This design comes from an exercise in tuning for small area, a short achievable clock period and few clock cycles per item on the open sky130 flow, not from production work. The RTL was checked by simulation tests, not by an equivalence proof against the original design. Power figures rest on the tool's default switching activity, not on a simulated workload.

willow:
==> flow/design.v (excerpt) <==
module tcvt_unit (
    input  wire         clk,
    input  wire         rst,         
    input  wire         in_valid,
    input  wire         in_src_f32,  
    input  wire [1:0]   in_dst_kind, 
    input  wire [6:0]   in_shift,    
    input  wire [2:0]   in_rm,       
    input  wire [127:0] in_acc,      
    output reg          out_valid,
    output wire [47:0]  out_elem,    
    output wire [19:0]  out_flags    
);
    reg         r_valid;
    reg         r_src_f32;
    reg [1:0]   r_dst_kind;
    reg [6:0]   r_shift;
    reg [2:0]   r_rm;
    reg [127:0] r_acc;
    always @(posedge clk) begin
        r_valid    <= ~rst & in_valid;
        r_src_f32  <= in_src_f32;
        r_dst_kind <= in_dst_kind;
        r_shift    <= in_shift;
        r_rm       <= in_rm;
        r_acc      <= in_acc;
    end
    wire isf = ~r_dst_kind[1];
    wire isr = (r_dst_kind == 2'd0);
    wire isu = (r_dst_kind == 2'd3);
    reg [9:0] krf, k2f, ktf, kri, k2i, kti;
    always @* begin
        case (r_dst_kind)
            2'd0:    begin krf = 10'd141; k2f = 10'd112; ktf = 10'd143;
                           kri = -10'd9;  k2i = -10'd15; kti = 10'd16; end
            2'd1:    begin krf = 10'd151; k2f = 10'd124; ktf = 10'd132;
  ...
Settings: LEC_CHECK=0, CAP_MARGIN=20, CORE_MARGIN=2, CORE_UTILIZATION=40, SLEW_MARGIN=20; clock period 18.0 ns.
run.sh (not shown) runs the stock make flow with config.mk's settings and CLKGATE_MAP_FILE= SYNTH_SCRIPT=/design/flow/synth_recipe.tcl, a recipe that flattens the netlist after the stock synthesis.
willow completed; timing, DRC and antenna clean
Testbench counts of willow, summed over its fixed seeds: cycles 64,024, items 64,000.
## Diff of input files: pepper against willow
- setting CTS_CLUSTER_SIZE to 30 for the first time
- setting CTS_CLUSTER_DIAMETER to 100 for the first time
==> flow/flow/run.sh (new file) <==
#!/bin/bash
set -e
export BUFFER_PORTS_ARGS="-buffer_cell sky130_fd_sc_hd__buf_2"
export SETUP_SLACK_MARGIN=13.8
bash standard.sh > standard.log 2>&1
==> flow/standard.sh (new file) <==
#!/bin/bash
# synth_recipe.tcl (not shown) runs the flow's synth.tcl, then flattens the netlist and writes it again
# the make line also repeats each setting of config.mk as NAME=value (left out here)
make -C /OpenROAD-flow-scripts/flow DESIGN_CONFIG=/design/flow/config.mk WORK_HOME=/design/flow/orfs CLKGATE_MAP_FILE= SYNTH_SCRIPT=/design/flow/synth_recipe.tcl "${@:-finish}"
removed: flow/run.sh
Findings:
Power: pepper draws less than willow. Summary of pepper over willow: cell area after placement shrank by about 2.6%; length of routed met2 wiring has increased; CTS sink count neither gained nor lost much. Average vias per placed instance in pepper vs willow: up 1.3%. Summary of pepper over willow: iteration count of the initial detailed-routing pass went up 1; area growth from synthesis to layout saw little to no change.


Another version of the RTL of tcvt_unit (not shown whole).
For scale: about 500 flip-flops, roughly 210 I/O pins, about 31000 µm² of cells after synthesis.
==> flow/config.mk <==
export PLATFORM = sky130hd
export DESIGN_NAME = tcvt_unit
export DESIGN_NICKNAME = tcvt_unit
export VERILOG_FILES = /design/flow/design.v
export SDC_FILE = /design/flow/constraint.sdc
export NUM_CORES = 4
export LEC_CHECK = 0
export ABC_AREA = 1
export CAP_MARGIN = 20
export CORE_MARGIN = 2
export CORE_UTILIZATION = 70
export CTS_CLUSTER_DIAMETER = 100
export CTS_CLUSTER_SIZE = 30
export SLEW_MARGIN = 20
==> flow/constraint.sdc <==
create_clock -name core_clock -period 18.0 [get_ports {clk}]
set_input_delay 3.6000 -clock core_clock [delete_from_list [all_inputs] [get_ports {clk}]]
set_output_delay 3.6000 -clock core_clock [all_outputs]
set_load 0.01 [all_outputs]
standard.sh (not shown) runs the stock make flow with config.mk's settings and CLKGATE_MAP_FILE= SYNTH_SCRIPT=/design/flow/synth_recipe.tcl, a recipe that flattens the netlist after the stock synthesis.
==> flow/flow/run.sh <==
#!/bin/bash
# Standard layout, with the port buffers made from buf_2 cells instead of
# the default delay-buffer cells.
set -e
export BUFFER_PORTS_ARGS="-buffer_cell sky130_fd_sc_hd__buf_2"
bash standard.sh > standard.log 2>&1
Testbench counts at the start, summed over its fixed seeds: cycles 64,024, items 64,000.
Next try:
==> flow/flow/run.sh (replaced) <==
#!/bin/bash
set -e
export BUFFER_PORTS_ARGS="-buffer_cell sky130_fd_sc_hd__buf_2"
export SETUP_SLACK_MARGIN=13.3
bash standard.sh > standard.log 2>&1
--- a/flow/config.mk
+++ b/flow/config.mk
@@ -11,3 +11,3 @@
-export CORE_UTILIZATION = 70
-export CTS_CLUSTER_DIAMETER = 100
-export CTS_CLUSTER_SIZE = 30
+export CORE_UTILIZATION = 75
+export CTS_CLUSTER_DIAMETER = 80
+export CTS_CLUSTER_SIZE = 25
The new run went through all stages and came out clean.
Clock power grows by about 27%.
Worst setup slack degrades by 0.014 ns.
Via count grows by 4.3%.
Final area grows by 1.5%.
Sequential share of layout area went down by 0.44 points.
Clock-buffer cell count grows by 7.

## afterwards: timing with drivers on the ports
In the flow no input, the clock included, has a driving cell. The finished layouts below were timed again as built, in two steps.
Step 1 sets driving cells, clkbuf_16 on the clock port and buf_2 on the other inputs (assumed; they add their load-dependent delay and slew).
Step 2 adds t to the input delays and takes it off the output delays; t is the mean of the earliest and latest rising clock arrival at the registers after step 1. Input paths then give back, and output paths get back, about the clock's delay inside the block.
a / b / c = ideal ports / drivers / drivers and shift; a / b = the first two.
run | t, ns | slack for setup (ns) | worst hold slack (ns)
willow | 0.712 | 12.373 / 12.373 / 12.373 | 0.303 / 0.303 / 0.303
pepper | 0.715 | 13.276 / 13.211 / 13.437 | 0.334 / 0.334 / 0.334
the first run of note 2 | 0.638 | 13.337 / 13.277 / 13.379 | 0.337 / 0.337 / 0.337
the second run of note 2 | 0.671 | 13.324 / 13.264 / 13.503 | 0.329 / 0.329 / 0.329
After both steps every run listed still meets setup and hold.
